From an optimization exercise on the open Yosys and OpenROAD flow, aimed at small area and a short achievable clock period; shortcuts taken in it are not production practice. Where RTL was checked, it was by simulation tests only, not by an equivalence proof against the original. Only the layout flow was run in runs 2 to 4; the RTL was not checked for function there.

==> flow/design.v (outline; a module is shown in full before it is edited, if it fits) <==
// module gf128_mul: 19 lines
// module dected_enc: 252 lines
// module dected_syn: 296 lines
// module gf128_inv3: 613 lines
// module dected_quad: 20 lines
// module dected_ispos: 7 lines
// module dected_quad2: 23 lines
// module dected_codec: 260 lines
module dected_codec (
    input  wire        clk,
    input  wire        rst_n,
    input  wire        enc_valid,
    input  wire [63:0] enc_data,
    output wire        enc_out_valid,
    output wire [63:0] enc_out_data,
    output wire [14:0] enc_out_check,
    input  wire        dec_valid,
    input  wire [63:0] dec_data,
    input  wire [14:0] dec_check,
    output wire        dec_out_valid,
    output wire [63:0] dec_out_data,
    output wire [14:0] dec_out_check,
    output wire [1:0]  dec_out_corr,
    output wire        dec_out_ue
);
  // ...
==> flow/flow/run.sh <==
#!/bin/bash
# Own flow: the standard layout (standard.sh, unchanged synthesis) with
# extra ORFS settings: small port buffers, timing repair aimed below the
# clock period, and smaller clock buffers.  The ORFS tools log to
# orfs/logs/ and standard.log; this script's own output goes to run.log.
set -e
exec > >(tee run.log) 2>&1
cat >> "$FLOW_CONFIG" <<EOC
export BUFFER_PORTS_ARGS = -buffer_cell sky130_fd_sc_hd__buf_1
export SETUP_SLACK_MARGIN = 9.8
export CTS_BUF_LIST = sky130_fd_sc_hd__clkbuf_8
EOC
bash standard.sh > standard.log 2>&1
==> flow/standard.sh <==
#!/bin/bash
# synth_recipe.tcl (not shown) runs the flow's synth.tcl, then flattens the netlist and writes it again
# the make line also repeats each setting of config.mk as NAME=value (left out here)
make -C /OpenROAD-flow-scripts/flow DESIGN_CONFIG=/design/flow/config.mk WORK_HOME=/design/flow/orfs CLKGATE_MAP_FILE= SYNTH_SCRIPT=/design/flow/synth_recipe.tcl "${@:-finish}"
==> flow/config.mk <==
export PLATFORM = sky130hd
export DESIGN_NAME = dected_codec
export DESIGN_NICKNAME = dected_codec
export VERILOG_FILES = /design/flow/design.v
export SDC_FILE = /design/flow/constraint.sdc
export NUM_CORES = 4
export LEC_CHECK = 0
export ABC_AREA = 1
export CAP_MARGIN = 20
export CORE_MARGIN = 2
export CORE_UTILIZATION = 50
export CTS_CLUSTER_DIAMETER = 60
export CTS_CLUSTER_SIZE = 16
export PLACE_DENSITY = 0.65
export SLEW_MARGIN = 20
export TNS_END_PERCENT = 0
export BUFFER_PORTS_ARGS = -buffer_cell sky130_fd_sc_hd__buf_1
export SETUP_SLACK_MARGIN = 9.8
export CTS_BUF_LIST = sky130_fd_sc_hd__clkbuf_8
==> flow/constraint.sdc <==
create_clock -name core_clock -period 13.5 [get_ports {clk}]
set_input_delay 2.7000 -clock core_clock [delete_from_list [all_inputs] [get_ports {clk}]]
set_output_delay 2.7000 -clock core_clock [all_outputs]
set_load 0.01 [all_outputs]
==> parameters.txt, run 1 <==
Parameter                              Value

Status
  Run status    finished clean

Final layout
  Proportion of cell area occupied by multi-input gates    0.5042
  Layout overhead on the synthesized area    18.47%
  Inverters    149
  Share of cells above drive strength 1    0.1430
  Seq. cell area    7134 um2
  Dominant class by area    multi-input gates
  Most common library cell in the layout ignoring fill and taps    sky130_fd_sc_hd__nand2_1
  Number of flip-flops and latches    355
  Core utilization of the finished layout    0.6008

Setup path
  Crit-path most repeated cell    sky130_fd_sc_hd__xor2_1
  Worst path top cell family by delay    XOR/XNOR gates
  End point of the critical path    b1q_s3[6]$_DFF_P_
  Total buffers and inverters traversed by the critical path    1

GRT
  Met2 Use GR    0.4909
  Routing usage on met3    0.05324

Routing
  Length of the first detailed-routing pass in iterations    6
  Total length of routed met3 wires    4423 um
  Highest routing layer actually used    met4
  Antenna-violating nets left    0

Synthesis
  Count of flip-flops with a built-in enable after synthesis    0
  Post-synthesis share of cell area spent on full adders, half adders and majority gates    0.01357
  Area of the mapped netlist    17520 um2
  Largest area contributor in the netlist    sky130_fd_sc_hd__dfxtp_1
  Post-Syn Area per Cell    8.669 um2
  Distinct cell type count of the synthesized netlist    40
  Post-synthesis compound-gate area fraction    0.05392
  Ranking of synthesized cells by area    sky130_fd_sc_hd__dfxtp_1, sky130_fd_sc_hd__xor2_1, sky130_fd_sc_hd__xnor2_1
  Number of cells produced by synthesis    2021

Worst hold path
  Terminating pin of the worst hold path    b3q_r[40]$_DFF_P_

Floorplan
  Total die area    36550 um2
  Die Wd    191.2 um

Place
  Quantity of I/O buffers inserted on ports    309

Clock tree
  Clock tree from TritonCTS    built
  Clk root buf    sky130_fd_sc_hd__clkbuf_8

Job
  Max-cap check violation count    0

STA
  Worst slew pin tran    0.6304 ns
  Worst Hold Margin    0.3199 ns
==> module dected_codec, before the edit <==
module dected_codec (
    input  wire        clk,
    input  wire        rst_n,
    input  wire        enc_valid,
    input  wire [63:0] enc_data,
    output wire        enc_out_valid,
    output wire [63:0] enc_out_data,
    output wire [14:0] enc_out_check,
    input  wire        dec_valid,
    input  wire [63:0] dec_data,
    input  wire [14:0] dec_check,
    output wire        dec_out_valid,
    output wire [63:0] dec_out_data,
    output wire [14:0] dec_out_check,
    output wire [1:0]  dec_out_corr,
    output wire        dec_out_ue
);
    wire [63:0] e0_d = enc_data;  wire e0_v = enc_valid;
    wire [63:0] e0q_d = e0_d;  wire e0q_v = e0_v;
    wire [14:0] e1_c;
    dected_enc u_enc (.data(e0q_d), .check(e1_c));
    reg  [63:0] e1q_d;  reg [14:0] e1q_c;  reg e1q_v;
    always @(posedge clk) begin
        e1q_d <= e0q_d;
        e1q_c <= e1_c;
        if (!rst_n) e1q_v <= 1'b0; else e1q_v <= e0q_v;
    end
    assign enc_out_valid = e1q_v;
    assign enc_out_data  = e1q_d;
    assign enc_out_check = e1q_c;
    wire [78:0] b0_r = {dec_check[14], dec_data, dec_check[13:0]};   
    wire b0_v = dec_valid;
    wire [78:0] b0q_r = b0_r;
    wire b0q_v = b0_v;
    wire [6:0] b1_s1;
    reg  [6:0] b1q_s1;
    wire [6:0] b1_s3;
    reg  [6:0] b1q_s3;
    wire b1_prem;
    reg  b1q_prem;
    wire [78:0] b1_r = b0q_r;  wire b1_v = b0q_v;
    wire [14:0] b1_syn;
    dected_syn u_syn (.r(b0q_r), .syn(b1_syn));
    assign b1_s1 = b1_syn[6:0];
    assign b1_s3 = b1_syn[13:7];
    assign b1_prem = b1_syn[14];
    reg [78:0] b1q_r;
    reg b1q_v;
    always @(posedge clk) begin
        b1q_s1 <= b1_s1;
        b1q_s3 <= b1_s3;
        b1q_prem <= b1_prem;
        b1q_r <= b1_r;
        if (!rst_n) b1q_v <= 1'b0; else b1q_v <= b1_v;
    end
    wire [6:0] b2_s1;
    wire [6:0] b2q_s1 = b2_s1;
    wire [6:0] b2_s3;
    wire [6:0] b2q_s3 = b2_s3;
    wire b2_prem;
    wire b2q_prem = b2_prem;
    wire [6:0] b2_iv;
    wire [6:0] b2q_iv = b2_iv;
    wire [78:0] b2_r = b1q_r;  wire b2_v = b1q_v;
    assign b2_s1 = b1q_s1; assign b2_s3 = b1q_s3; assign b2_prem = b1q_prem;
    gf128_inv3 u_inv3 (.a(b1q_s1), .y(b2_iv));
    wire [78:0] b2q_r = b2_r;
    wire b2q_v = b2_v;
    wire [6:0] b3_s1;
    reg  [6:0] b3q_s1;
    wire [6:0] b3_x1;
    reg  [6:0] b3q_x1;
    wire b3_par;
    reg  b3q_par;
    wire b3_tr;
    reg  b3q_tr;
    wire b3_s3z;
    reg  b3q_s3z;
    wire [78:0] b3_r = b2q_r;  wire b3_v = b2q_v;
    assign b3_s1 = b2q_s1;
    assign b3_par = b2q_prem ^ b2q_s1[0] ^ b2q_s1[2] ^ b2q_s1[5] ^ b2q_s3[1] ^ b2q_s3[3];    
    assign b3_s3z = (b2q_s3 == 7'd0);
    wire [6:0] y;
    dected_quad2 u_quad (.s3(b2q_s3), .z(b2q_iv), .y(y), .tr(b3_tr));
    gf128_mul u_x1 (.a(b2q_s1), .b(y), .p(b3_x1));
    reg [78:0] b3q_r;
    reg b3q_v;
    always @(posedge clk) begin
        b3q_s1 <= b3_s1;
        b3q_x1 <= b3_x1;
        b3q_par <= b3_par;
        b3q_tr <= b3_tr;
        b3q_s3z <= b3_s3z;
        b3q_r <= b3_r;
        if (!rst_n) b3q_v <= 1'b0; else b3q_v <= b3_v;
    end
    wire [6:0] b4_x1;
    wire [6:0] b4q_x1 = b4_x1;
    wire [6:0] b4_x2;
    wire [6:0] b4q_x2 = b4_x2;
    wire b4_par;
    wire b4q_par = b4_par;
    wire b4_tz;
    wire b4q_tz = b4_tz;
    wire b4_tr;
    wire b4q_tr = b4_tr;
    wire b4_s1z;
    wire b4q_s1z = b4_s1z;
    wire b4_s3z;
    wire b4q_s3z = b4_s3z;
    wire [78:0] b4_r = b3q_r;  wire b4_v = b3q_v;
    assign b4_x1 = b3q_x1;
    assign b4_x2 = b3q_x1 ^ b3q_s1;
    assign b4_s1z = (b3q_s1 == 7'd0);
    assign b4_tz = (b3q_x1 == 7'd0) && !b3q_tr;    
    assign b4_par = b3q_par; assign b4_tr = b3q_tr; assign b4_s3z = b3q_s3z;
    wire [78:0] b4q_r = b4_r;
    wire b4q_v = b4_v;
    wire [7:0] b5_pa1;
    wire [7:0] b5q_pa1 = b5_pa1;
    wire [15:0] b5_pb1;
    wire [15:0] b5q_pb1 = b5_pb1;
    wire [7:0] b5_pa2;
    wire [7:0] b5q_pa2 = b5_pa2;
    wire [15:0] b5_pb2;
    wire [15:0] b5q_pb2 = b5_pb2;
    wire [1:0] b5_corr;
    wire [1:0] b5q_corr = b5_corr;
    wire b5_ue;
    wire b5q_ue = b5_ue;
    wire b5_fpar;
    wire b5q_fpar = b5_fpar;
    wire [78:0] b5_r = b4q_r;  wire b5_v = b4q_v;
    wire v1, v2;
    dected_ispos u_v1 (.x(b4q_x1), .v(v1));
    dected_ispos u_v2 (.x(b4q_x2), .v(v2));
    wire ok_tz  = !b4q_s1z && b4q_tz && v2;                                 
    wire ok_2   = !b4q_s1z && !b4q_tz && !b4q_par && !b4q_tr && v1 && v2;   
    wire only_p = b4q_s1z && b4q_s3z && b4q_par;                           
    wire e1     = !b4q_par && !b4q_tr && v2;
    wire e2     = b4q_tz || (!b4q_par && !b4q_tr && v1);
    assign b5_ue   = !(ok_tz || ok_2 || (b4q_s1z && b4q_s3z));
    assign b5_corr = (ok_2 || (ok_tz && !b4q_par)) ? 2'd2 : ((only_p || ok_tz) ? 2'd1 : 2'd0);
    assign b5_fpar = only_p || (ok_tz && !b4q_par);
    genvar k;
    for (k = 0; k < 8; k = k + 1) begin : g_pa
        assign b5_pa1[k] = e1 && (b4q_x1[2:0] == k);
        assign b5_pa2[k] = e2 && (b4q_x2[2:0] == k);
    end
    for (k = 0; k < 16; k = k + 1) begin : g_pb
        assign b5_pb1[k] = (b4q_x1[6:3] == k);
        assign b5_pb2[k] = (b4q_x2[6:3] == k);
    end
    wire [78:0] b5q_r = b5_r;
    wire b5q_v = b5_v;
    wire [63:0] b6_od;
    reg  [63:0] b6q_od;
    wire [14:0] b6_oc;
    reg  [14:0] b6q_oc;
    wire [1:0] b6_corr;
    reg  [1:0] b6q_corr;
    wire b6_ue;
    reg  b6q_ue;
    wire b6_v = b5q_v;
    wire [77:0] flip;
    assign flip[0] = (b5q_pa1[1] && b5q_pb1[0]) || (b5q_pa2[1] && b5q_pb2[0]);
    assign flip[1] = (b5q_pa1[2] && b5q_pb1[0]) || (b5q_pa2[2] && b5q_pb2[0]);
    assign flip[2] = (b5q_pa1[4] && b5q_pb1[0]) || (b5q_pa2[4] && b5q_pb2[0]);
    assign flip[3] = (b5q_pa1[0] && b5q_pb1[1]) || (b5q_pa2[0] && b5q_pb2[1]);
    assign flip[4] = (b5q_pa1[0] && b5q_pb1[2]) || (b5q_pa2[0] && b5q_pb2[2]);
    assign flip[5] = (b5q_pa1[0] && b5q_pb1[4]) || (b5q_pa2[0] && b5q_pb2[4]);
    assign flip[6] = (b5q_pa1[0] && b5q_pb1[8]) || (b5q_pa2[0] && b5q_pb2[8]);
    assign flip[7] = (b5q_pa1[1] && b5q_pb1[1]) || (b5q_pa2[1] && b5q_pb2[1]);
    assign flip[8] = (b5q_pa1[2] && b5q_pb1[2]) || (b5q_pa2[2] && b5q_pb2[2]);
    assign flip[9] = (b5q_pa1[4] && b5q_pb1[4]) || (b5q_pa2[4] && b5q_pb2[4]);
    assign flip[10] = (b5q_pa1[0] && b5q_pb1[9]) || (b5q_pa2[0] && b5q_pb2[9]);
    assign flip[11] = (b5q_pa1[1] && b5q_pb1[3]) || (b5q_pa2[1] && b5q_pb2[3]);
    assign flip[12] = (b5q_pa1[2] && b5q_pb1[6]) || (b5q_pa2[2] && b5q_pb2[6]);
    assign flip[13] = (b5q_pa1[4] && b5q_pb1[12]) || (b5q_pa2[4] && b5q_pb2[12]);
    assign flip[14] = (b5q_pa1[1] && b5q_pb1[8]) || (b5q_pa2[1] && b5q_pb2[8]);
    assign flip[15] = (b5q_pa1[3] && b5q_pb1[1]) || (b5q_pa2[3] && b5q_pb2[1]);
    assign flip[16] = (b5q_pa1[6] && b5q_pb1[2]) || (b5q_pa2[6] && b5q_pb2[2]);
    assign flip[17] = (b5q_pa1[4] && b5q_pb1[5]) || (b5q_pa2[4] && b5q_pb2[5]);
    assign flip[18] = (b5q_pa1[0] && b5q_pb1[11]) || (b5q_pa2[0] && b5q_pb2[11]);
    assign flip[19] = (b5q_pa1[1] && b5q_pb1[7]) || (b5q_pa2[1] && b5q_pb2[7]);
    assign flip[20] = (b5q_pa1[2] && b5q_pb1[14]) || (b5q_pa2[2] && b5q_pb2[14]);
    assign flip[21] = (b5q_pa1[5] && b5q_pb1[13]) || (b5q_pa2[5] && b5q_pb2[13]);
    assign flip[22] = (b5q_pa1[3] && b5q_pb1[10]) || (b5q_pa2[3] && b5q_pb2[10]);
    assign flip[23] = (b5q_pa1[7] && b5q_pb1[5]) || (b5q_pa2[7] && b5q_pb2[5]);
    assign flip[24] = (b5q_pa1[6] && b5q_pb1[11]) || (b5q_pa2[6] && b5q_pb2[11]);
    assign flip[25] = (b5q_pa1[5] && b5q_pb1[6]) || (b5q_pa2[5] && b5q_pb2[6]);
    assign flip[26] = (b5q_pa1[2] && b5q_pb1[13]) || (b5q_pa2[2] && b5q_pb2[13]);
    assign flip[27] = (b5q_pa1[5] && b5q_pb1[11]) || (b5q_pa2[5] && b5q_pb2[11]);
    assign flip[28] = (b5q_pa1[3] && b5q_pb1[6]) || (b5q_pa2[3] && b5q_pb2[6]);
    assign flip[29] = (b5q_pa1[6] && b5q_pb1[12]) || (b5q_pa2[6] && b5q_pb2[12]);
    assign flip[30] = (b5q_pa1[5] && b5q_pb1[8]) || (b5q_pa2[5] && b5q_pb2[8]);
    assign flip[31] = (b5q_pa1[3] && b5q_pb1[0]) || (b5q_pa2[3] && b5q_pb2[0]);
    assign flip[32] = (b5q_pa1[6] && b5q_pb1[0]) || (b5q_pa2[6] && b5q_pb2[0]);
    assign flip[33] = (b5q_pa1[4] && b5q_pb1[1]) || (b5q_pa2[4] && b5q_pb2[1]);
    assign flip[34] = (b5q_pa1[0] && b5q_pb1[3]) || (b5q_pa2[0] && b5q_pb2[3]);
    assign flip[35] = (b5q_pa1[0] && b5q_pb1[6]) || (b5q_pa2[0] && b5q_pb2[6]);
    assign flip[36] = (b5q_pa1[0] && b5q_pb1[12]) || (b5q_pa2[0] && b5q_pb2[12]);
    assign flip[37] = (b5q_pa1[1] && b5q_pb1[9]) || (b5q_pa2[1] && b5q_pb2[9]);
    assign flip[38] = (b5q_pa1[3] && b5q_pb1[3]) || (b5q_pa2[3] && b5q_pb2[3]);
    assign flip[39] = (b5q_pa1[6] && b5q_pb1[6]) || (b5q_pa2[6] && b5q_pb2[6]);
    assign flip[40] = (b5q_pa1[4] && b5q_pb1[13]) || (b5q_pa2[4] && b5q_pb2[13]);
    assign flip[41] = (b5q_pa1[1] && b5q_pb1[10]) || (b5q_pa2[1] && b5q_pb2[10]);
    assign flip[42] = (b5q_pa1[3] && b5q_pb1[5]) || (b5q_pa2[3] && b5q_pb2[5]);
    assign flip[43] = (b5q_pa1[6] && b5q_pb1[10]) || (b5q_pa2[6] && b5q_pb2[10]);
    assign flip[44] = (b5q_pa1[5] && b5q_pb1[4]) || (b5q_pa2[5] && b5q_pb2[4]);
    assign flip[45] = (b5q_pa1[2] && b5q_pb1[9]) || (b5q_pa2[2] && b5q_pb2[9]);
    assign flip[46] = (b5q_pa1[5] && b5q_pb1[3]) || (b5q_pa2[5] && b5q_pb2[3]);
    assign flip[47] = (b5q_pa1[2] && b5q_pb1[7]) || (b5q_pa2[2] && b5q_pb2[7]);
    assign flip[48] = (b5q_pa1[4] && b5q_pb1[14]) || (b5q_pa2[4] && b5q_pb2[14]);
    assign flip[49] = (b5q_pa1[1] && b5q_pb1[12]) || (b5q_pa2[1] && b5q_pb2[12]);
    assign flip[50] = (b5q_pa1[3] && b5q_pb1[9]) || (b5q_pa2[3] && b5q_pb2[9]);
    assign flip[51] = (b5q_pa1[7] && b5q_pb1[3]) || (b5q_pa2[7] && b5q_pb2[3]);
    assign flip[52] = (b5q_pa1[6] && b5q_pb1[7]) || (b5q_pa2[6] && b5q_pb2[7]);
    assign flip[53] = (b5q_pa1[4] && b5q_pb1[15]) || (b5q_pa2[4] && b5q_pb2[15]);
    assign flip[54] = (b5q_pa1[1] && b5q_pb1[14]) || (b5q_pa2[1] && b5q_pb2[14]);
    assign flip[55] = (b5q_pa1[3] && b5q_pb1[13]) || (b5q_pa2[3] && b5q_pb2[13]);
    assign flip[56] = (b5q_pa1[7] && b5q_pb1[11]) || (b5q_pa2[7] && b5q_pb2[11]);
    assign flip[57] = (b5q_pa1[7] && b5q_pb1[6]) || (b5q_pa2[7] && b5q_pb2[6]);
    assign flip[58] = (b5q_pa1[6] && b5q_pb1[13]) || (b5q_pa2[6] && b5q_pb2[13]);
    assign flip[59] = (b5q_pa1[5] && b5q_pb1[10]) || (b5q_pa2[5] && b5q_pb2[10]);
    assign flip[60] = (b5q_pa1[3] && b5q_pb1[4]) || (b5q_pa2[3] && b5q_pb2[4]);
    assign flip[61] = (b5q_pa1[6] && b5q_pb1[8]) || (b5q_pa2[6] && b5q_pb2[8]);
    assign flip[62] = (b5q_pa1[5] && b5q_pb1[0]) || (b5q_pa2[5] && b5q_pb2[0]);
    assign flip[63] = (b5q_pa1[2] && b5q_pb1[1]) || (b5q_pa2[2] && b5q_pb2[1]);
    assign flip[64] = (b5q_pa1[4] && b5q_pb1[2]) || (b5q_pa2[4] && b5q_pb2[2]);
    assign flip[65] = (b5q_pa1[0] && b5q_pb1[5]) || (b5q_pa2[0] && b5q_pb2[5]);
    assign flip[66] = (b5q_pa1[0] && b5q_pb1[10]) || (b5q_pa2[0] && b5q_pb2[10]);
    assign flip[67] = (b5q_pa1[1] && b5q_pb1[5]) || (b5q_pa2[1] && b5q_pb2[5]);
    assign flip[68] = (b5q_pa1[2] && b5q_pb1[10]) || (b5q_pa2[2] && b5q_pb2[10]);
    assign flip[69] = (b5q_pa1[5] && b5q_pb1[5]) || (b5q_pa2[5] && b5q_pb2[5]);
    assign flip[70] = (b5q_pa1[2] && b5q_pb1[11]) || (b5q_pa2[2] && b5q_pb2[11]);
    assign flip[71] = (b5q_pa1[5] && b5q_pb1[7]) || (b5q_pa2[5] && b5q_pb2[7]);
    assign flip[72] = (b5q_pa1[2] && b5q_pb1[15]) || (b5q_pa2[2] && b5q_pb2[15]);
    assign flip[73] = (b5q_pa1[5] && b5q_pb1[15]) || (b5q_pa2[5] && b5q_pb2[15]);
    assign flip[74] = (b5q_pa1[3] && b5q_pb1[14]) || (b5q_pa2[3] && b5q_pb2[14]);
    assign flip[75] = (b5q_pa1[7] && b5q_pb1[13]) || (b5q_pa2[7] && b5q_pb2[13]);
    assign flip[76] = (b5q_pa1[7] && b5q_pb1[10]) || (b5q_pa2[7] && b5q_pb2[10]);
    assign flip[77] = (b5q_pa1[7] && b5q_pb1[4]) || (b5q_pa2[7] && b5q_pb2[4]);
    assign b6_od = b5q_r[77:14] ^ flip[77:14];
    assign b6_oc = {b5q_r[78] ^ b5q_fpar, b5q_r[13:0] ^ flip[13:0]};
    assign b6_corr = b5q_corr; assign b6_ue = b5q_ue;
    reg b6q_v;
    always @(posedge clk) begin
        b6q_od <= b6_od;
        b6q_oc <= b6_oc;
        b6q_corr <= b6_corr;
        b6q_ue <= b6_ue;
        if (!rst_n) b6q_v <= 1'b0; else b6q_v <= b6_v;
    end
    assign dec_out_valid = b6q_v;
    assign dec_out_data  = b6q_od;
    assign dec_out_check = b6q_oc;
    assign dec_out_corr  = b6q_corr;
    assign dec_out_ue    = b6q_ue;
endmodule
==> run 2: changes to the inputs <==
--- a/flow/design.v
+++ b/flow/design.v
@@ -1311,7 +1311,8 @@
     assign b3_par = b2q_prem ^ b2q_s1[0] ^ b2q_s1[2] ^ b2q_s1[5] ^ b2q_s3[1] ^ b2q_s3[3];    
     assign b3_s3z = (b2q_s3 == 7'd0);
     wire [6:0] y;
-    dected_quad2 u_quad (.s3(b2q_s3), .z(b2q_iv), .y(y), .tr(b3_tr));
+    wire tz_unused;
+    dected_quad u_quad (.s3(b2q_s3), .inv3(b2q_iv), .y(y), .tz(tz_unused), .tr(b3_tr));
     gf128_mul u_x1 (.a(b2q_s1), .b(y), .p(b3_x1));
     reg [78:0] b3q_r;
     reg b3q_v;
==> run 2 against run 1 <==
Compared with the run above: non-clock buffer count is 53 higher; setup slack better by 0.015 ns; final area is 4.5% higher; critical path type unchanged; sequential cell count stayed put; critical endpoint is now e1q_c[5]$_DFF_P_; highest routed layer unchanged; worst hold slack better by 0.0045 ns.
==> parameters.txt, run 2 <==
Parameter                              Value

Setup path
  Slowest cell on the critical path    sky130_fd_sc_hd__xnor2_2
  Arrival @ worst endpoint    4.35 ns
  R2R Setup Slk    9.84 ns
  Ordered cell list for the critical path    buf_1, xnor2_2, xnor2_2, xor2_1, xor2_1, xor2_1, xnor2_1
  Total buffers and inverters traversed by the critical path    1 (unchanged)
  Worst path top cell family by delay    XOR/XNOR gates
  Critical path launch point type    input port
  Critical path capture point type    register
  Max Fanout on Critical Path    4
  CP Data Required Time    14.03 ns
  Crit-path most repeated cell    sky130_fd_sc_hd__xor2_1
  Largest incremental delay on the critical path    0.33 ns
  Class of the most critical setup path    input port to register

STA
  Worst clock skew on the final layout    0.02837 ns
  Setup-failing EPs final    0
  Hold Vio Cnt, Final    0
  Highest clock rate    261.5 MHz
  Sum of negative setup slack    0 ns
  Unrepaired setup endpoints after global routing    yes
  Post-layout min period    3.825 ns
  Final Cycle Share    0.2833
  Worst slew pin tran    0.6984 ns (+0.06797 ns)
  Final Slew Violations    0
  Worst slew margin    0.5311

Clock tree
  Clock tree from TritonCTS    built
  CTS Hold Buffers Added    0
  Source-to-sink clock delay at the later pin of the worst-skew pair    0.63 ns
  Total number of H-tree levels    1
  TritonCTS Sinks    355
  Clk root buf    sky130_fd_sc_hd__clkbuf_8
  Maximum root-to-sink buffer count    3
  Clock slew at the register clock pins of the worst setup and hold paths    0.10 ns
  Number of buffers inserted during clock tree synthesis    30

Synthesis
  Top_reg_cell synth    sky130_fd_sc_hd__dfxtp_1
  Largest area contributor in the netlist    sky130_fd_sc_hd__dfxtp_1
  Post-Syn Area per Cell    8.744 um2 (+0.87%)
  Number of storage elements in the synthesis netlist    355
  Count of flip-flops with a built-in enable after synthesis    0 (unchanged)
  Fraction of the yosys area taken by sequential cells    0.4153
  Area of the mapped netlist    17110 um2 (-2.3%)
  Number of cells produced by synthesis    1957 (-3.2%)
  Number of warning messages in the yosys log    2
  Most frequent cells after synthesis    sky130_fd_sc_hd__nand2_1, sky130_fd_sc_hd__dfxtp_1, sky130_fd_sc_hd__xnor2_1, sky130_fd_sc_hd__xor2_1, sky130_fd_sc_hd__inv_1
  Proportion of register bits with asynchronous set or reset after synthesis    0
  Ranking of synthesized cells by area    sky130_fd_sc_hd__dfxtp_1, sky130_fd_sc_hd__xnor2_1, sky130_fd_sc_hd__xor2_1
  Area share of the largest cell type after synthesis    0.4153
  Leading cell type by number of instances after synthesis    sky130_fd_sc_hd__nand2_1
  Post-Syn Nets    2120
  Distinct cell type count of the synthesized netlist    45 (+13%)

Final layout
  Nets    2507
  Highest-count cells in the layout ignoring fill and taps    sky130_fd_sc_hd__dfxtp_1, sky130_fd_sc_hd__nand2_1, sky130_fd_sc_hd__xor2_1
  Share of cells above drive strength 1    0.2334 (+0.09047)
  Final instance area    21690 um2
  Layout overhead on the synthesized area    26.75%
  Largest registers    b1q_r (79), b3q_r (79)
  Most common library cell in the layout ignoring fill and taps    sky130_fd_sc_hd__dfxtp_1

Floorplan
  Die Wd    189.0 um (-1.1%)
  FP Rows    67
  Initial core utilization    0.5090
  Ports    310
  Total die area    35720 um2 (-2.3%)
  Core region area    33620 um2
  Chip height    189.0 um

Routing
  Via count of the routed design    14570
  Length of the first detailed-routing pass in iterations    5 (-1)
  Antenna-violating nets left    0 (unchanged)
  Average detailed-routed wire length per instance    20.62 um
  Starting DRC count in detailed routing    1120
  Remaining DRCs    0
  Total length of routed wires    57850 um
  Via-per-instance ratio    5.194

GRT
  GR Util met1    0.4325
  Number of antenna violations at the first check in global routing    5
  Number of global-route vias before repair    14100
  Pin count of the biggest net entering global routing    26
  Aggregate global-route resource usage    0.3112
  Wire length of the first global-routing pass    84350 um
  Overflow left after global routing    0
  Routing usage on met3    0.04856 (-0.004677)
  Met2 Use GR    0.5097 (+0.01878)
  Gr busiest metal    met2

Place
  Quantity of I/O buffers inserted on ports    309 (unchanged)
  Placed inst area    18890 um2
  Placed wire-length estimate    45500 um
  GP Congestion    0.9680

Worst hold path
  Hold Crit Class    register to register

Status
  Run status    finished clean

Job
  Max-cap check violation count    0 (unchanged)
-- run 2: changes by cell type in the layout (fill, tap and decap cells not counted), moves of 9 or more --
cell / change
sky130_fd_sc_hd__nand2_2: +24
sky130_fd_sc_hd__buf_4: +50
sky130_fd_sc_hd__nand2_1: -72
sky130_fd_sc_hd__nand3_1: -28
sky130_fd_sc_hd__buf_2: +54
sky130_fd_sc_hd__inv_1: -19
sky130_fd_sc_hd__buf_1: -30
sky130_fd_sc_hd__nand2_4: +19
sky130_fd_sc_hd__xor2_1: -37
sky130_fd_sc_hd__clkbuf_2: -31
sky130_fd_sc_hd__xnor2_1: -13
sky130_fd_sc_hd__xnor2_2: +9
sky130_fd_sc_hd__nand3_2: +16
-- run 2: timing repair --
action	4_1_cts	5_1_grt
pin swaps	9	49
setup buffers	10	56
endpoints found under the setup margin	269	278
cloned	1	3
gates resized for setup	165	276
-- run 2: final timing paths --
check	endpoint	startpoint	depth (start not counted)
max	e1q_c[5]$_DFF_P_	enc_data[32]	7
min	b3q_r[2]$_DFF_P_	b1q_r[2]$_DFF_P_	0
max reg2reg	b3q_x1[0]$_DFF_P_	b1q_s1[0]$_DFF_P_	29
min reg2reg	b3q_r[2]$_DFF_P_	b1q_r[2]$_DFF_P_	0
-- run 2: routing by layer --
layer  routed length (um)  up-vias
met5                    0        -
met4                 1423        0
met3                 4755       99
met2                26660      674
met1                25010     6835
li1                     -     6962
-- run 2: final cells by class --
type / count / area [um2]
Tap cell: 448 / 560.5
Sequential cell: 355 / 7144
Clock inverter: 11 / 108.9
Clock buffer: 33 / 454.2
Inverter: 138 / 548.0
Multi-Input combinational cell: 1436 / 10850
Fill cell: 2916 / 11930
Timing Repair Buffer: 381 / 2004
Antenna cell: 1 / 2.502
Timing Repair inverter: 2 / 12.51
-- run 2: through the flow --
stage | hold WS, ns | util | setup WS, ns | instances
after floorplan | 0.3096 | - | 9.423 | 1957
after global placement | 0.3099 | 0.5619 | 8.638 | 2689
after detailed placement | 0.3121 | 0.5619 | 8.606 | 2689
after CTS | 0.3261 | 0.5987 | 9.660 | 2744
after global routing | 0.3307 | 0.6451 | 9.601 | 2804
final | 0.3244 | 0.6452 | 9.675 | 2805
-- run 2: cell families after synthesis --
family	synth area share
fa+ha+maj	0.01170
flops	0.4153
simple gates	0.1562
xor+xnor	0.3188
compound gates	0.05959
buf+inv	0.03839
-- run 2: worst register-to-register path: cells and delay by family (launching register included) --
kind / cells / cell delay [ns]
AO/OA/AOI/OAI: 2 / 0.22
adder cells (fa/ha/maj): 1 / 0.34
buffers and inverters: 5 / 0.52
flip-flops: 1 / 0.35
AND/OR/NAND/NOR: 21 / 2.16
==> run 3: changes to the inputs <==
--- a/flow/flow/run.sh
+++ b/flow/flow/run.sh
@@ -7,7 +7,7 @@
 exec > >(tee run.log) 2>&1
 cat >> "$FLOW_CONFIG" <<EOC
 export BUFFER_PORTS_ARGS = -buffer_cell sky130_fd_sc_hd__buf_1
-export SETUP_SLACK_MARGIN = 9.8
+export SETUP_SLACK_MARGIN = 9.7
 export CTS_BUF_LIST = sky130_fd_sc_hd__clkbuf_8
 EOC
 bash standard.sh > standard.log 2>&1
--- a/flow/config.mk
+++ b/flow/config.mk
@@ -15,5 +15,5 @@
 export SLEW_MARGIN = 20
 export TNS_END_PERCENT = 0
 export BUFFER_PORTS_ARGS = -buffer_cell sky130_fd_sc_hd__buf_1
-export SETUP_SLACK_MARGIN = 9.8
+export SETUP_SLACK_MARGIN = 9.7
 export CTS_BUF_LIST = sky130_fd_sc_hd__clkbuf_8
==> run 3 against run 2 <==
Compared with the run above: non-clock buffer count shrank 39; synthesized area did not move; critical path depth is the same; via count fell by 1.9%.
==> parameters.txt, run 3 <==
Parameter                              Value

Worst hold path
  Hold Crit Class    register to register
  Startpoint of the most critical hold path    b1q_r[9]$_DFF_P_

Routing
  Total length of routed wires    56390 um (-2.5%)
  Via-per-instance ratio    5.173 (-0.40%)
  Via count of the routed design    14300 (-1.9%)
  Antenna-violating nets left    0 (unchanged)
  Starting DRC count in detailed routing    1142 (+2.0%)
  Remaining DRCs    0 (unchanged)
  Length of the first detailed-routing pass in iterations    7 (+2)
  Average detailed-routed wire length per instance    20.40 um (-1.1%)

Floorplan
  Total die area    35720 um2 (unchanged)
  FP Rows    67 (unchanged)
  Chip height    189.0 um (unchanged)
  Ports    310 (unchanged)
  Die Wd    189.0 um (unchanged)
  Core region area    33620 um2 (unchanged)
  Initial core utilization    0.5090 (unchanged)

Setup path
  Max Fanout on Critical Path    3 (-1)
  Critical path launch point type    input port
  Arrival @ worst endpoint    4.46 ns (+0.11 ns)
  Critical register-to-register path startpoint    b3q_x1[2]$_DFF_P_
  Startpoint of the worst setup timing path    dec_data[58]
  Critical path capture point type    register
  Class of the most critical setup path    input port to register
  CP Data Required Time    14.00 ns (-0.03 ns)

Synthesis
  Number of storage elements in the synthesis netlist    355 (unchanged)
  Leading cell type by number of instances after synthesis    sky130_fd_sc_hd__nand2_1
  Count of flip-flops with a built-in enable after synthesis    0 (unchanged)
  Post-synthesis compound-gate area fraction    0.05959 (unchanged)
  Top_reg_cell synth    sky130_fd_sc_hd__dfxtp_1
  Fraction of the yosys area taken by sequential cells    0.4153 (unchanged)
  Fraction of synthesized cell area in xor and xnor cells    0.3188 (unchanged)
  Area of the mapped netlist    17110 um2 (unchanged)
  Fraction of the mapped netlist area in simple logic gates    0.1562 (unchanged)
  Largest area contributor in the netlist    sky130_fd_sc_hd__dfxtp_1
  Number of cells produced by synthesis    1957 (unchanged)
  Combinational family with the most area after synthesis    XOR/XNOR gates
  Post-Syn Area per Cell    8.744 um2 (unchanged)
  Multiplexer area fraction after synthesis    0 (unchanged)
  Most frequent cells after synthesis    sky130_fd_sc_hd__nand2_1, sky130_fd_sc_hd__dfxtp_1, sky130_fd_sc_hd__xnor2_1, sky130_fd_sc_hd__xor2_1, sky130_fd_sc_hd__inv_1
  Area share of the largest cell type after synthesis    0.4153 (unchanged)
  Number of warning messages in the yosys log    2 (unchanged)
  Proportion of register bits with asynchronous set or reset after synthesis    0 (unchanged)
  Ranking of synthesized cells by area    sky130_fd_sc_hd__dfxtp_1, sky130_fd_sc_hd__xnor2_1, sky130_fd_sc_hd__xor2_1
  Post-synthesis share of cell area spent on full adders, half adders and majority gates    0.01170 (unchanged)
  Distinct cell type count of the synthesized netlist    45 (unchanged)
  Post-Syn Nets    2120 (unchanged)

Clock tree
  TritonCTS Sinks    355 (unchanged)
  Total number of H-tree levels    1 (unchanged)
  Maximum root-to-sink buffer count    3 (unchanged)
  Number of buffers inserted during clock tree synthesis    30 (unchanged)
  Clk root buf    sky130_fd_sc_hd__clkbuf_8
  Clock tree from TritonCTS    built
  Clock slew at the register clock pins of the worst setup and hold paths    0.10 ns (about the same)
  Source-to-sink clock delay at the later pin of the worst-skew pair    0.63 ns (about the same)

GRT
  Number of global-route vias before repair    13950 (-1.1%)
  Aggregate global-route resource usage    0.3086 (-0.002661)
  Overflow left after global routing    0 (unchanged)
  Wire length of the first global-routing pass    83490 um (-1.0%)
  Pin count of the biggest net entering global routing    26 (unchanged)
  Number of antenna violations at the first check in global routing    5 (unchanged)

STA
  Post-layout min period    3.962 ns (+0.1377 ns)
  Hold Vio Cnt, Final    0 (unchanged)
  Final worst setup slack    9.538 ns (-0.1377 ns)
  Worst slew margin    0.04555 (-0.4855)
  Setup-failing EPs final    0 (unchanged)
  Final Cycle Share    0.2935 (+0.01020)
  Final Slew Violations    0 (unchanged)
  Worst Hold Margin    0.3204 ns (-0.004036 ns)
  Worst clock skew on the final layout    0.03487 ns (+0.006505 ns)
  Sum of negative setup slack    0 ns (unchanged)
  Highest clock rate    252.4 MHz (-3.5%)
  Worst slew pin tran    1.420 ns (+0.7212 ns)
  Unrepaired setup endpoints after global routing    yes

Final layout
  Share of cells above drive strength 1    0.1015 (-0.1319)
  Seq. cell area    7118 um2 (-0.37%)
  Layout overhead on the synthesized area    18.25%
  Number of fillers in the final layout    3111 (+6.7%)
  Largest registers    b1q_r (79), b3q_r (79)
  Nets    2466 (-1.6%)
  Area taken by multi-input logic gates    9975 um2 (-8.1%)
  Core utilization of the finished layout    0.6019 (-0.04325)
  Highest-count cells in the layout ignoring fill and taps    sky130_fd_sc_hd__dfxtp_1, sky130_fd_sc_hd__nand2_1, sky130_fd_sc_hd__xnor2_1, sky130_fd_sc_hd__buf_1, sky130_fd_sc_hd__xor2_1
  Most common library cell in the layout ignoring fill and taps    sky130_fd_sc_hd__dfxtp_1
  Final cell count without fillers    2764 (-1.5%)

Place
  Worst setup slack after placement    8.606 ns (unchanged)
  Quantity of I/O buffers inserted on ports    309 (unchanged)
  GP Congestion    0.9680 (unchanged)
  Cell total after placement    2689 (unchanged)
  Placed wire-length estimate    45500 um (unchanged)

Status
  Run status    finished clean

Job
  Max-cap check violation count    0 (unchanged)
-- run 3: kinds of logic after synthesis --
family,Yosys count
buffers and inverters,167
DFF,355
and+or+nand+nor,624
AOI/OAI and AO/OA,173
xor gates and xnor gates,622
adders and majority gates,16
-- run 3: worst max-delay path, stage by stage --
cell and delay (ns):
sky130_fd_sc_hd__buf_1 0.35, sky130_fd_sc_hd__xnor2_2 0.15, sky130_fd_sc_hd__xnor2_1 0.34, sky130_fd_sc_hd__xor2_2 0.34
sky130_fd_sc_hd__xnor2_2 0.21, sky130_fd_sc_hd__xor2_1 0.19, sky130_fd_sc_hd__xor2_1 0.18
-- run 3: final cells by class --
cell class,instances,area share
inverter,138,0.02653
timing repair inverter,1,0.0003710
clock inverter,11,0.005380
multi-input combinational,1435,0.4930
sequential,355,0.3518
tap,448,0.02770
antenna,1,0.0001237
clock buffer,33,0.02245
timing repair buffer,342,0.07272
-- run 3: path summary, 6_finish.rpt --
kind / endpoint / slack, ns / cells past startpoint
min: b3q_r[9]$_DFF_P_ / 0.32 / 0
min reg2reg: b3q_r[9]$_DFF_P_ / 0.32 / 0
max: b1q_s3[1]$_DFF_P_ / 9.54 / 7
max reg2reg: b6q_od[46]$_DFF_P_ / 9.73 / 15
-- run 3: stage by stage --
step,instance area (um2)
finish,20230
global route,20230
CTS,19700
detailed placement,18890
global placement,18890
floorplan,17280
-- run 3: metal layers --
layer / up-vias / share of wire / global-route usage
met4: 0 / 0.023 / 0.07061
li1: 6882 / - / -
met1: 6686 / 0.44 / 0.4287
met5: - / 0 / 0
met3: 89 / 0.078 / 0.04968
met2: 642 / 0.46 / 0.5038
-- run 3: repair_timing --
action / 4_1_cts / 5_1_grt
resized for setup: 51 / 69
endpoints found under the setup margin: 236 / 278
cloned: 1 / 0
hold buffers: 0 / 0
setup buffers: 1 / 28
pin swaps: 1 / 13
==> run 4: changes to the inputs <==
--- a/flow/config.mk
+++ b/flow/config.mk
@@ -8,10 +8,10 @@
 export ABC_AREA = 1
 export CAP_MARGIN = 20
 export CORE_MARGIN = 2
-export CORE_UTILIZATION = 50
+export CORE_UTILIZATION = 58
 export CTS_CLUSTER_DIAMETER = 60
 export CTS_CLUSTER_SIZE = 16
-export PLACE_DENSITY = 0.65
+export PLACE_DENSITY = 0.7
 export SLEW_MARGIN = 20
 export TNS_END_PERCENT = 0
 export BUFFER_PORTS_ARGS = -buffer_cell sky130_fd_sc_hd__buf_1
==> run 4 against run 3 <==
Compared with the run above: register-to-register slack improved by 0.04 ns; die area down 14%; still clean on timing, DRC and antenna; critical path depth shrank 6; global-route usage grew 3.1 points; setup slack improved by 0.076 ns; synthesized cell count is the same; cell count decreased by 1.4%; final area rose by 2.4%; worst hold slack got worse by 0.015 ns; sequential cell count is the same.
==> parameters.txt, run 4 <==
Parameter                              Value

Final layout
  Final cell count without fillers    2725 (-1.4%)
  Highest-count cells in the layout ignoring fill and taps    sky130_fd_sc_hd__dfxtp_1, sky130_fd_sc_hd__nand2_1, sky130_fd_sc_hd__buf_1
  Share of cells above drive strength 1    0.1364 (+0.03487)
  Layout overhead on the synthesized area    21.14%
  Most common library cell in the layout ignoring fill and taps    sky130_fd_sc_hd__dfxtp_1
  Largest registers    b1q_r (79), b3q_r (79)
  Nets    2495 (+1.2%)
  Number of fillers in the final layout    2325 (-25%)

Synthesis
  Post-Syn Area per Cell    8.744 um2 (unchanged)
  Number of warning messages in the yosys log    2 (unchanged)
  Post-Syn Nets    2120 (unchanged)
  Ranking of synthesized cells by area    sky130_fd_sc_hd__dfxtp_1, sky130_fd_sc_hd__xnor2_1, sky130_fd_sc_hd__xor2_1
  Fraction of the yosys area taken by sequential cells    0.4153 (unchanged)
  Leading cell type by number of instances after synthesis    sky130_fd_sc_hd__nand2_1
  Count of flip-flops with a built-in enable after synthesis    0 (unchanged)
  Number of cells produced by synthesis    1957 (unchanged)
  Area of the mapped netlist    17110 um2 (unchanged)
  Area share of the largest cell type after synthesis    0.4153 (unchanged)
  Most frequent cells after synthesis    sky130_fd_sc_hd__nand2_1, sky130_fd_sc_hd__dfxtp_1, sky130_fd_sc_hd__xnor2_1, sky130_fd_sc_hd__xor2_1, sky130_fd_sc_hd__inv_1
  Largest area contributor in the netlist    sky130_fd_sc_hd__dfxtp_1
  Number of storage elements in the synthesis netlist    355 (unchanged)
  Proportion of register bits with asynchronous set or reset after synthesis    0 (unchanged)
  Distinct cell type count of the synthesized netlist    45 (unchanged)
  Top_reg_cell synth    sky130_fd_sc_hd__dfxtp_1

Routing
  Highest routing layer actually used    met4
  Total length of routed met3 wires    5551 um (+27%)
  Total length of routed wires    56310 um (-0.14%)
  Starting DRC count in detailed routing    1510 (+32%)
  Average detailed-routed wire length per instance    20.66 um (+1.3%)
  Routed length on met1    22800 um (-8.3%)
  Remaining DRCs    0 (unchanged)
  Length of the first detailed-routing pass in iterations    5 (-2)
  Wire length on met2    26370 um (+2.1%)
  Antenna-violating nets left    0 (unchanged)
  Via-per-instance ratio    5.439 (+5.1%)
  Via count of the routed design    14820 (+3.6%)

GRT
  Number of antenna violations at the first check in global routing    4 (-1)
  Wire length of the first global-routing pass    80390 um (-3.7%)
  Overflow left after global routing    0 (unchanged)
  Pin count of the biggest net entering global routing    26 (unchanged)
  Number of global-route vias before repair    14050 (+0.70%)
  Aggregate global-route resource usage    0.3400 (+0.03140)

STA
  Unrepaired setup endpoints after global routing    yes
  Setup-failing EPs final    0 (unchanged)
  Highest clock rate    257.3 MHz (+2.0%)
  Worst Hold Margin    0.3054 ns (-0.01502 ns)
  Post-layout min period    3.886 ns (-0.07640 ns)
  Final worst setup slack    9.614 ns (+0.07640 ns)
  Final Slew Violations    0 (unchanged)
  Worst slew pin tran    0.8640 ns (-0.5555 ns)
  Worst clock skew on the final layout    0.07824 ns (+0.04337 ns)
  Sum of negative setup slack    0 ns (unchanged)
  Worst slew margin    0.4205 (+0.3750)
  Hold Vio Cnt, Final    0 (unchanged)
  Final Cycle Share    0.2879 (-0.005659)

Floorplan
  FP Rows    62 (-7.5%)
  Chip height    175.8 um (-7.0%)
  Initial core utilization    0.5930 (+0.08393)
  Total die area    30890 um2 (-14%)
  Ports    310 (unchanged)
  Core region area    28860 um2 (-14%)
  Die Wd    175.8 um (-7.0%)

Setup path
  Total buffers and inverters traversed by the critical path    1 (unchanged)
  Startpoint of the worst setup timing path    b6q_od[32]$_DFF_P_
  Class of the most critical setup path    register to primary output
  Worst path top cell family by delay    flip-flops
  Ordered cell list for the critical path    buf_1
  Critical path capture point type    primary output
  Max Fanout on Critical Path    1 (-2)
  Arrival @ worst endpoint    1.19 ns (-3.27 ns)
  Critical register-to-register path startpoint    b1q_s1[2]$_DFF_P_
  Largest incremental delay on the critical path    0.43 ns (+0.08 ns)
  Critical path launch point type    register
  CP Data Required Time    10.80 ns (-3.20 ns)
  Slowest cell on the critical path    sky130_fd_sc_hd__dfxtp_1

Status
  Run status    finished clean

Place
  Worst setup slack after placement    8.631 ns (+0.02577 ns)
  Cell total after placement    2625 (-2.4%)
  Placed wire-length estimate    43820 um (-3.7%)
  GP Congestion    0.9711 (+0.32%)
  Quantity of I/O buffers inserted on ports    309 (unchanged)

Clock tree
  Total number of H-tree levels    1 (unchanged)
  Clock tree from TritonCTS    built
  TritonCTS Sinks    355 (unchanged)
  Clock slew at the register clock pins of the worst setup and hold paths    0.09 ns (about the same)
  Maximum root-to-sink buffer count    3 (unchanged)
  Number of buffers inserted during clock tree synthesis    28 (-6.7%)
  Clk root buf    sky130_fd_sc_hd__clkbuf_8
  Source-to-sink clock delay at the later pin of the worst-skew pair    0.63 ns (about the same)

Worst hold path
  Startpoint of the most critical hold path    b1q_r[44]$_DFF_P_
  Hold Crit Class    register to register

Job
  Max-cap check violation count    0 (unchanged)
-- run 4: cell count changes in the layout (fill, tap and decap cells not counted), sizes merged --
cell    change
buf        +14
clkbuf     +10
clkinv      +1
diode       +1
inv         -2
nand2       +1
-- run 4: what timing repair did --
action                     4_1_cts  5_1_grt
resized for setup               38      164
hold buffers                     0        0
buffers inserted                 0       57
setup endpoints to repair      219      254
pin swaps                        1       28
gates cloned                     1        3
-- run 4: logic make-up after synthesis --
family                     after synthesis  synth area share
xor gates and xnor gates               622            0.3188
AOI/OAI and AO/OA                      173           0.05959
adders and majority gates               16           0.01170
DFF                                    355            0.4153
buffers and inverters                  167           0.03839
and+or+nand+nor                        624            0.1562
-- run 4: routing by layer --
| metal | track usage | up-vias |
|---|---|---|
| li1 | - | 6931 |
| met1 | 0.4502 | 6922 |
| met2 | 0.5705 | 834 |
| met3 | 0.06905 | 133 |
| met4 | 0.08264 | 0 |
| met5 | 0 | - |
-- run 4: final timing paths --
kind                                           to  slack, ns  cells past startpoint
worst max-delay path             dec_out_data[32]       9.61                      1
worst min-delay path            b3q_r[44]$_DFF_P_       0.31                      0
worst max register to register  b3q_x1[3]$_DFF_P_       9.77                     28
worst min register to register  b3q_r[44]$_DFF_P_       0.31                      0
-- run 4: per-stage QoR --
step / cell area, um2 / utilization
after detailed placement: 18810 / 0.6518
after global placement: 18810 / 0.6518
after floorplan: 17280 / -
after CTS: 19440 / 0.6735
final: 20730 / 0.7183
after global routing: 20720 / 0.7181
-- run 4: layout make-up --
cell class	instances	area, um2	area share
well taps	384	480.5	0.02318
repair inverters	2	12.51	0.0006036
inverters	138	548.0	0.02644
multi-input cells	1436	10360	0.4999
clock buffers	28	385.4	0.01859
flip-flops and latches	355	7121	0.3435
diodes	2	5.005	0.0002414
repair buffers	371	1744	0.08414
clock inverters	9	71.32	0.003441
==> run 5: changes to the inputs <==
--- a/flow/design.v
+++ b/flow/design.v
@@ -1311,8 +1311,7 @@
     assign b3_par = b2q_prem ^ b2q_s1[0] ^ b2q_s1[2] ^ b2q_s1[5] ^ b2q_s3[1] ^ b2q_s3[3];    
     assign b3_s3z = (b2q_s3 == 7'd0);
     wire [6:0] y;
-    wire tz_unused;
-    dected_quad u_quad (.s3(b2q_s3), .inv3(b2q_iv), .y(y), .tz(tz_unused), .tr(b3_tr));
+    dected_quad2 u_quad (.s3(b2q_s3), .z(b2q_iv), .y(y), .tr(b3_tr));
     gf128_mul u_x1 (.a(b2q_s1), .b(y), .p(b3_x1));
     reg [78:0] b3q_r;
     reg b3q_v;
==> run 5 against run 4 <==
Compared with the run above: first-iteration DRC count decreased by 9.9%; via count decreased by 2.1%; worst hold slack improved by 0.015 ns.
==> parameters.txt, run 5 <==
Parameter                              Value

Final layout
  Layout overhead on the synthesized area    14.00%
  Largest registers    b1q_r (79), b3q_r (79)
  Final cell count without fillers    2731 (+0.22%)
  Number of fillers in the final layout    2578 (+11%)
  Highest-count cells in the layout ignoring fill and taps    sky130_fd_sc_hd__nand2_1, sky130_fd_sc_hd__dfxtp_1, sky130_fd_sc_hd__xor2_1
  Core utilization of the finished layout    0.6721 (-0.04625)
  Share of cells above drive strength 1    0.07482 (-0.06156)
  Nets    2496 (+0.040%)
  Most common library cell in the layout ignoring fill and taps    sky130_fd_sc_hd__nand2_1

STA
  Final worst setup slack    9.561 ns (-0.05339 ns)
  Final Slew Violations    0 (unchanged)
  Worst slew margin    0.4902 (+0.06967)
  Worst slew pin tran    0.7637 ns (-0.1003 ns)
  Final Cycle Share    0.2918 (+0.003955)
  Sum of negative setup slack    0 ns (unchanged)
  Post-layout min period    3.939 ns (+0.05339 ns)
  Unrepaired setup endpoints after global routing    yes
  Hold Vio Cnt, Final    0 (unchanged)
  Worst clock skew on the final layout    0.05945 ns (-0.01880 ns)
  Setup-failing EPs final    0 (unchanged)
  Worst Hold Margin    0.3204 ns (+0.01500 ns)
  Highest clock rate    253.8 MHz (-1.4%)

Setup path
  Max Fanout on Critical Path    4 (+3)
  Class of the most critical setup path    input port to register
  Critical path launch point type    input port
  Arrival @ worst endpoint    4.47 ns (+3.28 ns)
  Critical path capture point type    register
  CP Data Required Time    14.03 ns (+3.23 ns)

Place
  Placed wire-length estimate    44280 um (+1.0%)
  Cell total after placement    2687 (+2.4%)
  GP Congestion    1.009 (+3.9%)
  Worst setup slack after placement    8.710 ns (+0.07884 ns)
  Quantity of I/O buffers inserted on ports    309 (unchanged)

Synthesis
  Area share of the largest cell type after synthesis    0.4057 (-0.009670)
  Area of the mapped netlist    17520 um2 (+2.4%)
  Number of storage elements in the synthesis netlist    355 (unchanged)
  Leading cell type by number of instances after synthesis    sky130_fd_sc_hd__nand2_1
  Distinct cell type count of the synthesized netlist    40 (-11%)
  Number of cells produced by synthesis    2021 (+3.3%)
  Proportion of register bits with asynchronous set or reset after synthesis    0 (unchanged)
  Post-Syn Nets    2187 (+3.2%)
  Count of flip-flops with a built-in enable after synthesis    0 (unchanged)
  Top_reg_cell synth    sky130_fd_sc_hd__dfxtp_1
  Ranking of synthesized cells by area    sky130_fd_sc_hd__dfxtp_1, sky130_fd_sc_hd__xor2_1, sky130_fd_sc_hd__xnor2_1
  Most frequent cells after synthesis    sky130_fd_sc_hd__nand2_1, sky130_fd_sc_hd__dfxtp_1, sky130_fd_sc_hd__xor2_1, sky130_fd_sc_hd__xnor2_1, sky130_fd_sc_hd__inv_1
  Largest area contributor in the netlist    sky130_fd_sc_hd__dfxtp_1
  Fraction of the yosys area taken by sequential cells    0.4057 (-0.009670)
  Number of warning messages in the yosys log    2 (unchanged)
  Post-Syn Area per Cell    8.669 um2 (-0.86%)

GRT
  Number of global-route vias before repair    13730 (-2.2%)
  Wire length of the first global-routing pass    80000 um (-0.49%)
  Overflow left after global routing    0 (unchanged)
  Number of antenna violations at the first check in global routing    3 (-1)
  Aggregate global-route resource usage    0.3371 (-0.002835)
  Pin count of the biggest net entering global routing    30 (+15%)

Routing
  Total length of routed wires    55010 um (-2.3%)
  Via count of the routed design    14510 (-2.1%)
  Average detailed-routed wire length per instance    20.14 um (-2.5%)
  Length of the first detailed-routing pass in iterations    8 (+3)
  Via-per-instance ratio    5.313 (-2.3%)
  Antenna-violating nets left    0 (unchanged)
  Remaining DRCs    0 (unchanged)
  Starting DRC count in detailed routing    1360 (-9.9%)

Clock tree
  Clock tree from TritonCTS    built
  CTS Hold Buffers Added    0 (unchanged)
  Maximum root-to-sink buffer count    3 (unchanged)
  TritonCTS Sinks    355 (unchanged)
  Clk root buf    sky130_fd_sc_hd__clkbuf_8
  Number of buffers inserted during clock tree synthesis    29 (+3.6%)
  Clock slew at the register clock pins of the worst setup and hold paths    0.10 ns (about the same)
  Source-to-sink clock delay at the later pin of the worst-skew pair    0.64 ns (about the same)
  Total number of H-tree levels    1 (unchanged)

Floorplan
  Die Wd    177.8 um (+1.2%)
  Chip height    177.8 um (+1.2%)
  Total die area    31610 um2 (+2.3%)
  Core region area    29720 um2 (+3.0%)
  Initial core utilization    0.5895 (-0.003426)
  Ports    310 (unchanged)
  FP Rows    63 (+1.6%)

Worst hold path
  Hold Crit Class    register to register

Status
  Run status    finished clean

Job
  Max-cap check violation count    0 (unchanged)
==> run 5: cell types whose count changed in the layout (fill, tap and decap cells not counted), moves of 14 or more <==
cell / change
sky130_fd_sc_hd__xnor2_1: +22
sky130_fd_sc_hd__nand3_1: +24
sky130_fd_sc_hd__xor2_1: +43
sky130_fd_sc_hd__buf_4: -47
sky130_fd_sc_hd__buf_1: -18
sky130_fd_sc_hd__nand2_4: -16
sky130_fd_sc_hd__nand2_1: +60
sky130_fd_sc_hd__buf_2: +24
sky130_fd_sc_hd__nand3_2: -14
sky130_fd_sc_hd__nand2_2: -16
sky130_fd_sc_hd__xnor2_2: -17
sky130_fd_sc_hd__inv_1: +14
==> run 5: worst max-delay path, cell delays in order <==
cell and delay, ns:
sky130_fd_sc_hd__buf_1 0.31, sky130_fd_sc_hd__xnor2_1 0.19, sky130_fd_sc_hd__xor2_1 0.42, sky130_fd_sc_hd__xnor2_1 0.19
sky130_fd_sc_hd__xnor2_1 0.15, sky130_fd_sc_hd__xor2_1 0.32, sky130_fd_sc_hd__xor2_1 0.18
==> run 5: final timing paths <==
check	startpoint	to	slack (ns)	cells after the start
worst min-delay path	b1q_r[7]$_DFF_P_	b3q_r[7]$_DFF_P_	0.32	0
worst max register to register	b3q_x1[0]$_DFF_P_	b6q_od[27]$_DFF_P_	9.62	14
worst min register to register	b1q_r[7]$_DFF_P_	b3q_r[7]$_DFF_P_	0.32	0
worst max-delay path	dec_data[31]	b1q_s1[3]$_DFF_P_	9.56	7
==> run 5: final cells by class <==
type | instances | area [um2] | share of cell area
clock buffer | 30 | 412.9 | 0.02067
clock inverter | 10 | 161.4 | 0.008082
timing repair buffer | 313 | 1262 | 0.06321
tap | 390 | 488.0 | 0.02443
sequential | 355 | 7133 | 0.3572
timing repair inverter | 1 | 7.507 | 0.0003759
antenna | 2 | 5.005 | 0.0002506
multi-input combinational | 1482 | 9936 | 0.4975
inverter | 148 | 565.5 | 0.02832
==> run 5: through the flow <==
stage | cell area [um2]
2_1_floorplan | 17620
3_3_place_gp | 19100
3_5_place_dp | 19100
4_1_cts | 19860
5_1_grt | 19970
6_report | 19970
==> run 5: logic make-up after synthesis <==
logic type                 synth area share
AOI/OAI and AO/OA                   0.05392
and+or+nand+nor                      0.1577
xor gates and xnor gates             0.3268
adders and majority gates           0.01357
buffers and inverters               0.04235
DFF                                  0.4057
==> run 5: timing repair <==
item	4_1_cts	5_1_grt
resized for setup	67	20
endpoints found under the setup margin	172	229
buffers inserted	1	0
pin swaps	1	1
gates cloned	0	1
==> run 5: layer usage <==
metal / share of wire / up-vias / GRT usage
met3: 0.086 / 102 / 0.05099
met5: 0 / - / 0
met1: 0.43 / 6675 / 0.4619
li1: - / 6968 / -
met4: 0.030 / 0 / 0.1004
met2: 0.46 / 765 / 0.5489
==> run 6: changes to the inputs <==
--- a/flow/config.mk
+++ b/flow/config.mk
@@ -8,10 +8,10 @@
 export ABC_AREA = 1
 export CAP_MARGIN = 20
 export CORE_MARGIN = 2
-export CORE_UTILIZATION = 58
+export CORE_UTILIZATION = 50
 export CTS_CLUSTER_DIAMETER = 60
 export CTS_CLUSTER_SIZE = 16
-export PLACE_DENSITY = 0.7
+export PLACE_DENSITY = 0.65
 export SLEW_MARGIN = 20
 export TNS_END_PERCENT = 0
 export BUFFER_PORTS_ARGS = -buffer_cell sky130_fd_sc_hd__buf_1
==> run 6 against run 5 <==
Compared with the run above: still clean on timing, DRC and antenna; register-to-register slack improved by 0.08 ns; non-clock buffer count increased by 1; sequential share of layout area decreased by 0.33 points; worst hold slack got worse by 0.0035 ns; fmax increased by 0.23%; core utilization decreased by 9.0 points; cell count increased by 2.5%.
==> parameters.txt, run 6 <==
Parameter                              Value

Setup path
  FF-to-FF path depth    14 (unchanged)
  Critical path launch point type    input port
  Max Fanout on Critical Path    3 (-1)
  Arrival @ worst endpoint    4.49 ns (+0.02 ns)
  Worst path top cell family by delay    XOR/XNOR gates
  Critical path capture point type    register
  Total buffers and inverters traversed by the critical path    1 (unchanged)
  Ordered cell list for the critical path    buf_1, xnor2_2, xor2_1, xor2_1, xor2_1, xor2_1, xnor2_1
  R2R Setup Slk    9.70 ns (+0.08 ns)
  Slowest cell on the critical path    sky130_fd_sc_hd__xor2_1
  FF-to-FF End    b6q_od[1]$_DFF_P_

Synthesis
  Largest area contributor in the netlist    sky130_fd_sc_hd__dfxtp_1
  Distinct cell type count of the synthesized netlist    40 (unchanged)
  Post-Syn Nets    2187 (unchanged)
  Post-Syn Area per Cell    8.669 um2 (unchanged)
  Proportion of register bits with asynchronous set or reset after synthesis    0 (unchanged)
  Number of warning messages in the yosys log    2 (unchanged)
  Ranking of synthesized cells by area    sky130_fd_sc_hd__dfxtp_1, sky130_fd_sc_hd__xor2_1, sky130_fd_sc_hd__xnor2_1
  Top_reg_cell synth    sky130_fd_sc_hd__dfxtp_1

Floorplan
  Die Wd    191.2 um (+7.5%)
  Chip height    191.2 um (+7.5%)
  Total die area    36550 um2 (+16%)
  Initial core utilization    0.5072 (-0.08236)

GRT
  Pin count of the biggest net entering global routing    30 (unchanged)
  Wire length of the first global-routing pass    83570 um (+4.5%)
  Overflow left after global routing    0 (unchanged)

Final layout
  Share of cells above drive strength 1    0.06829 (-0.006530)
  Number of fillers in the final layout    3299 (+28%)

Worst hold path
  Terminating pin of the worst hold path    b3q_r[40]$_DFF_P_

STA
  Highest clock rate    254.4 MHz (+0.23%)
  Setup-failing EPs final    0 (unchanged)
  Hold Vio Cnt, Final    0 (unchanged)
  Worst Hold Margin    0.3168 ns (-0.003549 ns)
  Worst slew margin    0.5333 (+0.04312)
  Worst clock skew on the final layout    0.02354 ns (-0.03591 ns)

Routing
  Antenna-violating nets left    0 (unchanged)
  Via-per-instance ratio    5.203 (-2.1%)

Clock tree
  TritonCTS Sinks    355 (unchanged)
  Total number of H-tree levels    1 (unchanged)
  Number of buffers inserted during clock tree synthesis    29 (unchanged)
  CTS Hold Buffers Added    0 (unchanged)
  Clock slew at the register clock pins of the worst setup and hold paths    0.10 ns (about the same)

Status
  Run status    finished clean

Job
  Max-cap check violation count    0 (unchanged)
==> run 6: cell types whose count changed in the layout (fill, tap and decap cells not counted), moves of 3 or more <==
cell                      change
sky130_fd_sc_hd__buf_1       +31
sky130_fd_sc_hd__buf_2       -28
sky130_fd_sc_hd__xnor2_1     -13
sky130_fd_sc_hd__xnor2_2     +13
sky130_fd_sc_hd__dfxtp_1      +9
sky130_fd_sc_hd__dfxtp_2      -7
sky130_fd_sc_hd__xor2_2       +7
sky130_fd_sc_hd__xor2_1       -6
sky130_fd_sc_hd__buf_6        -4
sky130_fd_sc_hd__o22ai_1      -4
sky130_fd_sc_hd__o22ai_2      +4
sky130_fd_sc_hd__inv_1        +3
==> run 6: how the worst max path moves through the flow <==
| stage | end | cells after the start | from |
|---|---|---|---|
| final | b1q_s1[2]$_DFF_P_ | 7 | dec_data[57] |
| after global routing | b1q_s1[2]$_DFF_P_ | 7 | dec_data[57] |
| after CTS | e1q_c[9]$_DFF_P_ | 8 | enc_data[14] |
| after detailed placement | b1q_s1[6]$_DFF_P_ | 8 | dec_data[59] |
| after global placement | b1q_s1[6]$_DFF_P_ | 8 | dec_data[59] |
| after floorplan | e1q_c[3]$_DFF_P_ | 7 | enc_data[14] |
==> run 6: worst reg2reg max path, stage by stage, from the launching register on <==
cell                       delay, ns
sky130_fd_sc_hd__dfxtp_1        0.54
sky130_fd_sc_hd__inv_1          0.19
sky130_fd_sc_hd__ha_1           0.27
sky130_fd_sc_hd__inv_1          0.07
sky130_fd_sc_hd__nor2_1         0.07
sky130_fd_sc_hd__or2_2          0.33
sky130_fd_sc_hd__nand2_1        0.06
sky130_fd_sc_hd__nand3_1        0.07
sky130_fd_sc_hd__o311a_1        0.13
sky130_fd_sc_hd__a311oi_1       0.34
sky130_fd_sc_hd__inv_1          0.09
sky130_fd_sc_hd__nand2_1        0.26
sky130_fd_sc_hd__nand3_1        0.46
sky130_fd_sc_hd__o22ai_1        0.66
sky130_fd_sc_hd__xor2_1         0.13
==> run 6: cell families after synthesis <==
logic type | count (synthesis) | synth area share
xor gates and xnor gates | 652 | 0.3268
DFF | 355 | 0.4057
AOI/OAI and AO/OA | 159 | 0.05392
adders and majority gates | 19 | 0.01357
and+or+nand+nor | 652 | 0.1577
buffers and inverters | 184 | 0.04235
==> run 6: what timing repair did <==
item / 4_1_cts / 5_1_grt
setup buffers: 0 / 1
resized for setup: 9 / 56
pin swaps: 0 / 1
cloned: 0 / 1
endpoints found under the setup margin: 200 / 222
==> run 6: cell type report <==
cell class,count,area [um2],share of cell area
multi-input combinational,1482,10100,0.5020
timing repair inverter,1,7.507,0.0003733
tap,455,569.3,0.02830
clock inverter,12,113.9,0.005661
clock buffer,31,426.7,0.02121
timing repair buffer,314,1211,0.06022
sequential,355,7117,0.3538
antenna,1,2.502,0.0001244
inverter,148,568.0,0.02824
==> run 6: routing by layer <==
metal | vias up | share of wire | global-route usage
met3 | 112 | 0.078 | 0.05324
met2 | 649 | 0.45 | 0.4909
li1 | 6972 | - | -
met1 | 6829 | 0.44 | 0.4197
met5 | - | 0 | 0
met4 | 0 | 0.033 | 0.08728
==> run 6: through the flow <==
stage          utilization  setup slack [ns]  area [um2]
2_1_floorplan            -             9.425       17620
3_3_place_gp        0.5556             8.738       19190
3_5_place_dp        0.5556             8.721       19190
4_1_cts             0.5723             9.572       19770
5_1_grt             0.5822             9.540       20110
6_report            0.5823             9.570       20110

[afterwards: timing with drivers on the ports]
How much do the figures lean on ideal ports? The routed layouts below were timed once more, with nothing changed but the port constraints.
Step 1 assumes that a clkbuf_16 drives the clock port and a buf_2 every other input.
Step 2 moves the port delays by t, midway between the first and last clock arrival at a register: inputs arrive t later, outputs are due t later. That takes back most of the time a late clock gives input paths.
Slacks: no drivers / after step 1 / after step 2; pairs: no drivers / after step 1.
| run | shift t [ns] | slack for setup (ns) | worst setup path after step 2 | pins driven straight from the clock port |
|---|---|---|---|---|
| run 1 | 0.672 | 9.660 / 9.623 / 9.020 | input to register | 1 |
| run 2 | 0.667 | 9.675 / 9.637 / 9.039 | input to register | 1 |
| run 3 | 0.668 | 9.538 / 9.530 / 8.862 | input to register | 1 |
| run 4 | 0.645 | 9.614 / 9.564 / 9.003 | input to register | 1 |
| run 5 | 0.659 | 9.561 / 9.590 / 8.931 | input to register | 1 |
| run 6 | 0.671 | 9.570 / 9.539 / 8.918 | input to register | 1 |
After both steps every run listed still meets setup and hold. The setup slack of run 3, which loses most, moves by -0.008 ns with the drivers and by -0.676 ns with both steps.
